Background: an optimization exercise with open tools, aiming at small area and a short achievable clock period. Do not read the settings as production practice.
In this exercise RTL edits were held to simulation tests only and were not proved equivalent to the original.
Power and IR drop assume default switching activity.

==> inputs of run B <==
## sincos_unit
module sincos_unit (
    input  wire        clk,
    input  wire        rst,
    input  wire        in_valid,
    input  wire [15:0] in_angle,
    output reg         out_valid,
    output wire [31:0] out_sin,
    output wire [31:0] out_cos
);
Settings: LEC_CHECK=0, ABC_AREA=1, CAP_MARGIN=40, CORE_AREA=5 5 215 215, DIE_AREA=0 0 220 220, PLACE_DENSITY=0.6, SLEW_MARGIN=40, SYNTH_MEMORY_MAX_BITS=131072; clock period 13.0 ns.
standard.sh (not shown) runs the stock make flow with config.mk's settings and CLKGATE_MAP_FILE= SYNTH_SCRIPT=/design/flow/synth_recipe.tcl, a recipe that flattens the netlist after the stock synthesis.
==> flow/flow/run.sh <==
#!/bin/bash
# Layout: the standard flow, with timing repair asked to leave 8 ns of setup slack
# (aiming at a 5 ns path) instead of none. The clock and constraints are unchanged.
set -euo pipefail
bash standard.sh SETUP_SLACK_MARGIN=8 finish > standard_flow.log 2>&1
==> run E (differences from run B) <==
--- a/flow/design.v
+++ b/flow/design.v
@@ -148,89 +148,92 @@
     output wire [1:0]  c2,
     output wire        cy,
     output wire        r0,
     output wire        r1
 );
     assign r0 = (o == 2'd0) ? 1'b0 : r[o - 2'd1];
     assign r1 = (o == 2'd3) ? 1'b0 : r[o];
-    wire [5:0]  i = {o, k, sl};
-    localparam [63:0] C2_0 = 64'h6ea8aa00ec800000;
-    localparam [63:0] C2_1 = 64'h8000000000000000;
-    localparam [63:0] CY   = 64'h08cec4a88a4cec80;
-    assign c2 = {C2_1[i], C2_0[i]};
-    assign cy = CY[i];
+    wire [3:0] lo = {2'b00, k} + (o[0] ? {2'b00, sl} : 4'd0) + (o[1] ? {2'b00, sl[0], 1'b0} : 4'd0);
+    wire [2:0] ce = {1'b0, lo[1:0]} + {1'b0, sl};
+    assign c2 = lo[3:2];
+    assign cy = ce[2];
 endmodule
 module sine_seg_parts (
     input  wire [1:0]  o,
     input  wire [16:0] ka,      
     input  wire [8:0]  sa,      
     input  wire [1:0]  c2,
     input  wire        cy,
     input  wire        r0,
     input  wire        r1,
     input  wire [4:0]  wt,
     input  wire [4:0]  wc,
     output wire [16:0] a,
-    output wire [12:0] p,
-    output wire [5:0]  x
+    output wire [12:0] b
 );
-    wire [7:0]  s4 = sa[8:1];
+    wire [7:0] s4 = sa[8:1];
     wire [16:0] x0 = ka;
     wire [16:0] x1 = o[0] ? {9'd0, s4} : 17'd0;
     wire [16:0] x2 = o[1] ? {8'd0, sa} : 17'd0;
     wire [16:0] xs = x0 ^ x1 ^ x2;
     wire [16:0] xc = {((x0[15:0] & x1[15:0]) | (x0[15:0] & x2[15:0]) | (x1[15:0] & x2[15:0])), 1'b0};
     add_ks #(.W(17), .L(5)) add_a (.a(xs), .b(xc), .c({15'd0, c2}), .y(a));
     wire [12:0] p0 = wt[0] ? {5'd0, s4}         : 13'd0;
     wire [12:0] p1 = wt[1] ? {4'd0, s4, 1'b0}   : 13'd0;
     wire [12:0] p2 = wt[2] ? {3'd0, s4, 2'b00}  : 13'd0;
     wire [12:0] p3 = wt[3] ? {2'd0, s4, 3'b000} : (wt[4] ? {1'd0, s4, 4'b0000} : 13'd0);
-    wire [12:0] ys = p0 ^ p1 ^ p2;
-    wire [12:0] yc = {((p0[11:0] & p1[11:0]) | (p0[11:0] & p2[11:0]) | (p1[11:0] & p2[11:0])), 1'b0};
-    add_ks #(.W(13), .L(4)) add_p (.a(ys), .b(yc), .c(p3), .y(p));
-    wire [5:0]  q0 = cy ? {1'b0, wt} : 6'd0;
-    wire [5:0]  q1 = r1 ? {1'b0, wt} : 6'd0;
-    wire [5:0]  q2 = r0 ? {1'b0, wc} : 6'd0;
-    assign x = q0 + q1 + q2;
+    wire [12:0] q0 = cy ? {8'd0, wt} : 13'd0;
+    wire [12:0] q1 = r1 ? {8'd0, wt} : 13'd0;
+    wire [12:0] q2 = r0 ? {8'd0, wc} : 13'd0;
+    wire [12:0] ys1 = p0 ^ p1 ^ p2;
+    wire [12:0] yc1 = {((p0[11:0] & p1[11:0]) | (p0[11:0] & p2[11:0]) | (p1[11:0] & p2[11:0])), 1'b0};
+    wire [12:0] ys2 = p3 ^ q0 ^ q1;
+    wire [12:0] yc2 = {((p3[11:0] & q0[11:0]) | (p3[11:0] & q1[11:0]) | (q0[11:0] & q1[11:0])), 1'b0};
+    wire [12:0] ys3 = ys1 ^ yc1 ^ ys2;
+    wire [12:0] yc3 = {((ys1[11:0] & yc1[11:0]) | (ys1[11:0] & ys2[11:0]) | (yc1[11:0] & ys2[11:0])), 1'b0};
+    wire [12:0] ys4 = ys3 ^ yc3 ^ yc2;
+    wire [12:0] yc4 = {((ys3[11:0] & yc3[11:0]) | (ys3[11:0] & yc2[11:0]) | (yc3[11:0] & yc2[11:0])), 1'b0};
+    add_ks #(.W(13), .L(4)) add_b (.a(ys4), .b(yc4), .c(q2), .y(b));
 endmodule
 module sine_seg_sum (
     input  wire [16:0] a,
-    input  wire [12:0] p,
-    input  wire [5:0]  x,
+    input  wire [12:0] b,
     output wire [20:0] mag
 );
-    add_ks #(.W(21), .L(5)) add_m (.a({a, 4'b0000}), .b({8'd0, p}), .c({15'd0, x}), .y(mag));
+    wire [16:0] hi;
+    add_ks #(.W(17), .L(5)) add_m (.a(a), .b({8'd0, b[12:4]}), .c(17'd0), .y(hi));
+    assign mag = {hi, b[3:0]};
 endmodule
 module add_ks #(parameter W = 16, parameter L = 4) (
     input  wire [W-1:0] a,
     input  wire [W-1:0] b,
     input  wire [W-1:0] c,
     output wire [W-1:0] y
 );
     wire [W-1:0] u = a ^ b ^ c;
     wire [W-1:0] v = {((a[W-2:0] & b[W-2:0]) | (a[W-2:0] & c[W-2:0]) | (b[W-2:0] & c[W-2:0])), 1'b0};
     wire [W-1:0] g [0:L];
-    wire [W-1:0] t [0:L];
+    wire [W-1:0] p [0:L];
     assign g[0] = u & v;
-    assign t[0] = u ^ v;
+    assign p[0] = u ^ v;
     genvar i, j;
     generate
         for (i = 0; i < L; i = i + 1) begin : g_lvl
             for (j = 0; j < W; j = j + 1) begin : g_bit
                 if (j >= (1 << i)) begin : g_op
-                    assign g[i+1][j] = g[i][j] | (t[i][j] & g[i][j - (1 << i)]);
-                    assign t[i+1][j] = t[i][j] & t[i][j - (1 << i)];
+                    assign g[i+1][j] = g[i][j] | (p[i][j] & g[i][j - (1 << i)]);
+                    assign p[i+1][j] = p[i][j] & p[i][j - (1 << i)];
                 end else begin : g_pass
                     assign g[i+1][j] = g[i][j];
-                    assign t[i+1][j] = t[i][j];
+                    assign p[i+1][j] = p[i][j];
                 end
             end
         end
     endgenerate
-    assign y = t[0] ^ {g[L][W-2:0], 1'b0};
+    assign y = p[0] ^ {g[L][W-2:0], 1'b0};
 endmodule
 module fix_to_f32 (
     input  wire [20:0] m,
     output reg  [30:0] f
 );
     reg [4:0]  msb;
     reg [23:0] frac;
@@ -249,55 +252,54 @@
 endmodule
 module sincos_unit (
     input  wire        clk,
     input  wire        rst,
     input  wire        in_valid,
     input  wire [15:0] in_angle,
     output reg         out_valid,
-    output wire [31:0] out_sin,
-    output wire [31:0] out_cos
+    output reg  [31:0] out_sin,
+    output reg  [31:0] out_cos
 );
     reg        s1_valid;
     reg [15:0] s1_angle;
     always @(posedge clk) begin
         if (rst)
             s1_valid <= 1'b0;
         else
             s1_valid <= in_valid;
         s1_angle <= in_angle;
     end
     wire        odd = s1_angle[13];
     wire [12:0] uf  = s1_angle[12:0] ^ {13{odd}};
+    wire [1:0]  ol  = uf[5:4];
+    wire [1:0]  oh  = ~uf[5:4];
     wire [4:0]  wl  = {1'b0, uf[3:0]} + {4'd0, odd};       
     wire [4:0]  wh  = {1'b0, ~uf[3:0]} + {4'd0, ~odd};     
     wire [18:0] kl, kh;
     wire [9:0]  sl, sh;
     wire [2:0]  rl, rh;
     sine_quarter_rom rom (.s(uf[12:6]), .kl(kl), .sl(sl), .rl(rl), .kh(kh), .sh(sh), .rh(rh));
-    wire [1:0]  ol = uf[5:4];
-    wire [1:0]  oh = ~uf[5:4];
     wire [1:0]  c2l, c2h;
     wire        cyl, cyh, r0l, r0h, r1l, r1h;
     sine_seg_prep prep_lo (.o(ol), .k(kl[1:0]), .sl(sl[1:0]), .r(rl), .c2(c2l), .cy(cyl), .r0(r0l), .r1(r1l));
     sine_seg_prep prep_hi (.o(oh), .k(kh[1:0]), .sl(sh[1:0]), .r(rh), .c2(c2h), .cy(cyh), .r0(r0h), .r1(r1h));
     reg        s2_valid;
-    reg [1:0]  s2_ol, s2_oh;
+    reg [1:0]  s2_o;
     reg [4:0]  s2_wl, s2_wh;
     reg [16:0] s2_kl, s2_kh;
     reg [8:0]  s2_sl, s2_sh;
     reg [1:0]  s2_c2l, s2_c2h;
     reg        s2_cyl, s2_cyh, s2_r0l, s2_r0h, s2_r1l, s2_r1h;
     reg        s2_sin_lo, s2_sin_neg, s2_cos_neg;
     always @(posedge clk) begin
         if (rst)
             s2_valid <= 1'b0;
         else
             s2_valid <= s1_valid;
-        s2_ol      <= ol;
-        s2_oh      <= oh;
+        s2_o       <= ol;
         s2_wl      <= wl;
         s2_wh      <= wh;
         s2_kl      <= kl[18:2];
         s2_sl      <= sl[9:1];
         s2_c2l     <= c2l;
         s2_cyl     <= cyl;
         s2_r0l     <= r0l;
@@ -309,44 +311,40 @@
         s2_r0h     <= r0h;
         s2_r1h     <= r1h;
         s2_sin_lo  <= ~(s1_angle[14] ^ s1_angle[13]);
         s2_sin_neg <= s1_angle[15];
         s2_cos_neg <= s1_angle[15] ^ s1_angle[14];
     end
     wire [16:0] al, ah;
-    wire [12:0] pl, ph;
-    wire [5:0]  xl, xh;
-    sine_seg_parts pt_lo (.o(s2_ol), .ka(s2_kl), .sa(s2_sl), .c2(s2_c2l), .cy(s2_cyl), .r0(s2_r0l),
-                          .r1(s2_r1l), .wt(s2_wl), .wc(s2_wh), .a(al), .p(pl), .x(xl));
-    sine_seg_parts pt_hi (.o(s2_oh), .ka(s2_kh), .sa(s2_sh), .c2(s2_c2h), .cy(s2_cyh), .r0(s2_r0h),
-                          .r1(s2_r1h), .wt(s2_wh), .wc(s2_wl), .a(ah), .p(ph), .x(xh));
+    wire [12:0] bl, bh;
+    sine_seg_parts pt_lo (.o(s2_o), .ka(s2_kl), .sa(s2_sl), .c2(s2_c2l), .cy(s2_cyl), .r0(s2_r0l),
+                          .r1(s2_r1l), .wt(s2_wl), .wc(s2_wh), .a(al), .b(bl));
+    sine_seg_parts pt_hi (.o(~s2_o), .ka(s2_kh), .sa(s2_sh), .c2(s2_c2h), .cy(s2_cyh), .r0(s2_r0h),
+                          .r1(s2_r1h), .wt(s2_wh), .wc(s2_wl), .a(ah), .b(bh));
     reg        s3_valid;
     reg [16:0] s3_al, s3_ah;
-    reg [12:0] s3_pl, s3_ph;
-    reg [5:0]  s3_xl, s3_xh;
+    reg [12:0] s3_bl, s3_bh;
     reg        s3_sin_lo, s3_sin_neg, s3_cos_neg;
     always @(posedge clk) begin
         if (rst)
             s3_valid <= 1'b0;
         else
             s3_valid <= s2_valid;
         s3_al      <= al;
-        s3_pl      <= pl;
-        s3_xl      <= xl;
+        s3_bl      <= bl;
         s3_ah      <= ah;
-        s3_ph      <= ph;
-        s3_xh      <= xh;
+        s3_bh      <= bh;
         s3_sin_lo  <= s2_sin_lo;
         s3_sin_neg <= s2_sin_neg;
         s3_cos_neg <= s2_cos_neg;
     end
     wire [20:0] mag_lo;
     wire [20:0] mag_hi;
-    sine_seg_sum sm_lo (.a(s3_al), .p(s3_pl), .x(s3_xl), .mag(mag_lo));
-    sine_seg_sum sm_hi (.a(s3_ah), .p(s3_ph), .x(s3_xh), .mag(mag_hi));
+    sine_seg_sum sm_lo (.a(s3_al), .b(s3_bl), .mag(mag_lo));
+    sine_seg_sum sm_hi (.a(s3_ah), .b(s3_bh), .mag(mag_hi));
     reg        s4_valid;
     reg [20:0] s4_lo;
     reg [19:0] s4_hi;
     reg        s4_sin_lo, s4_sin_neg, s4_cos_neg;
     always @(posedge clk) begin
         if (rst)
             s4_valid <= 1'b0;
@@ -358,19 +356,16 @@
         s4_sin_neg <= s3_sin_neg;
         s4_cos_neg <= s3_cos_neg;
     end
     wire [30:0] f_lo;
     wire [30:0] f_hi = {8'd126, s4_hi, 3'b000};
     fix_to_f32 cv (.m(s4_lo), .f(f_lo));
     wire        lo_zero = (s4_lo == 21'd0);
-    reg  [28:0] o_sin, o_cos;
     always @(posedge clk) begin
         if (rst)
             out_valid <= 1'b0;
         else
             out_valid <= s4_valid;
-        o_sin <= s4_sin_lo ? {s4_sin_neg & ~lo_zero, f_lo[30:3]} : {s4_sin_neg, f_hi[30:3]};
-        o_cos <= s4_sin_lo ? {s4_cos_neg, f_hi[30:3]} : {s4_cos_neg & ~lo_zero, f_lo[30:3]};
+        out_sin <= s4_sin_lo ? {s4_sin_neg & ~lo_zero, f_lo} : {s4_sin_neg, f_hi};
+        out_cos <= s4_sin_lo ? {s4_cos_neg, f_hi} : {s4_cos_neg & ~lo_zero, f_lo};
     end
-    assign out_sin = {o_sin, 3'b000};
-    assign out_cos = {o_cos, 3'b000};
 endmodule
==> flow/flow/run.sh (replaced) <==
#!/bin/bash
# Layout: the standard flow, with timing repair asked to leave 9 ns of setup slack
# (aiming at a 4 ns path) instead of none. The clock and constraints are unchanged.
set -euo pipefail
bash standard.sh SETUP_SLACK_MARGIN=9 finish > standard_flow.log 2>&1
==> comparison <==
- In run E the first-iteration DRC count is smaller than in run B, by about 7%.
- Critical path depth is the same in run E and run B.
- In sequential power, run B and run E hardly differ.
- Between run B and run E, the lower final cell count is in run B (gap 2.6%, measured against run E).
- Against run B, the global-route usage of run E is higher by 3.4 points.
- Utilization: run E is higher than run B (5.6 points).
- In run B the clock-buffer cell count is higher than in run E, by 2.
==> figures <==
metric                                                                    run E                    run B
Outcome                                                          finished clean           finished clean
Critical Path Slowest Stage Cell                          sky130_fd_sc_hd__fa_1   sky130_fd_sc_hd__buf_4
End of the critical path                                      s3_bh[12]$_DFF_P_        s2_c2h[0]$_DFF_P_
Most used cell, CP                                       sky130_fd_sc_hd__inv_1  sky130_fd_sc_hd__nor2_1
HPWL after DPL                                                         73400 um                 68900 um
Reg2Reg Launch Point                                           s2_wh[3]$_DFF_P_     s1_angle[13]$_DFF_P_
WHS Endpoint                                                   s4_lo[2]$_DFF_P_       s3_cos_neg$_DFF_P_
Worst clock skew                                                        9.66 ps                  11.4 ps
Seq pwr                                                                 1350 uW                  1360 uW
Net switching share of the total power                                    46.6%                    45.7%
Number of multi-input combinational cells in the layout                    1966                     2028
Clock network power consumption                                          863 uW                   935 uW
Peak ir drop on the vdd network                                      0.000152 V               0.000120 V
Leakage power total                                                   0.0121 uW                0.0110 uW
Peak Freq                                                               216 MHz                  206 MHz
Internal reg-to-reg setup slack                                         8380 ps                  8150 ps

-- static timing again, ports no longer ideal --
Ports are ideal in the flow. The routed layouts listed here were re-timed in OpenROAD. Step 1 assumes that a clkbuf_16 drives the clock port and a buf_2 every other input. Step 2 adds t to the input delays and takes it off the output delays; t is the mean of the earliest and latest rising clock arrival at the registers after step 1. Input paths then give back, and output paths get back, about the clock's delay inside the block. Slacks: ideal ports / drivers / drivers and shift; pairs: ideal ports / drivers.
run | t, ns | slack for setup (ns) | clock arrival spread, ns | pins driven straight from the clock port
run B | 0.649 | 8.152 / 8.152 / 8.152 | 0.015 / 0.016 | 1
run E | 0.639 | 8.380 / 8.380 / 8.380 | 0.010 / 0.010 | 1
After both steps setup and hold are still met in every run listed.
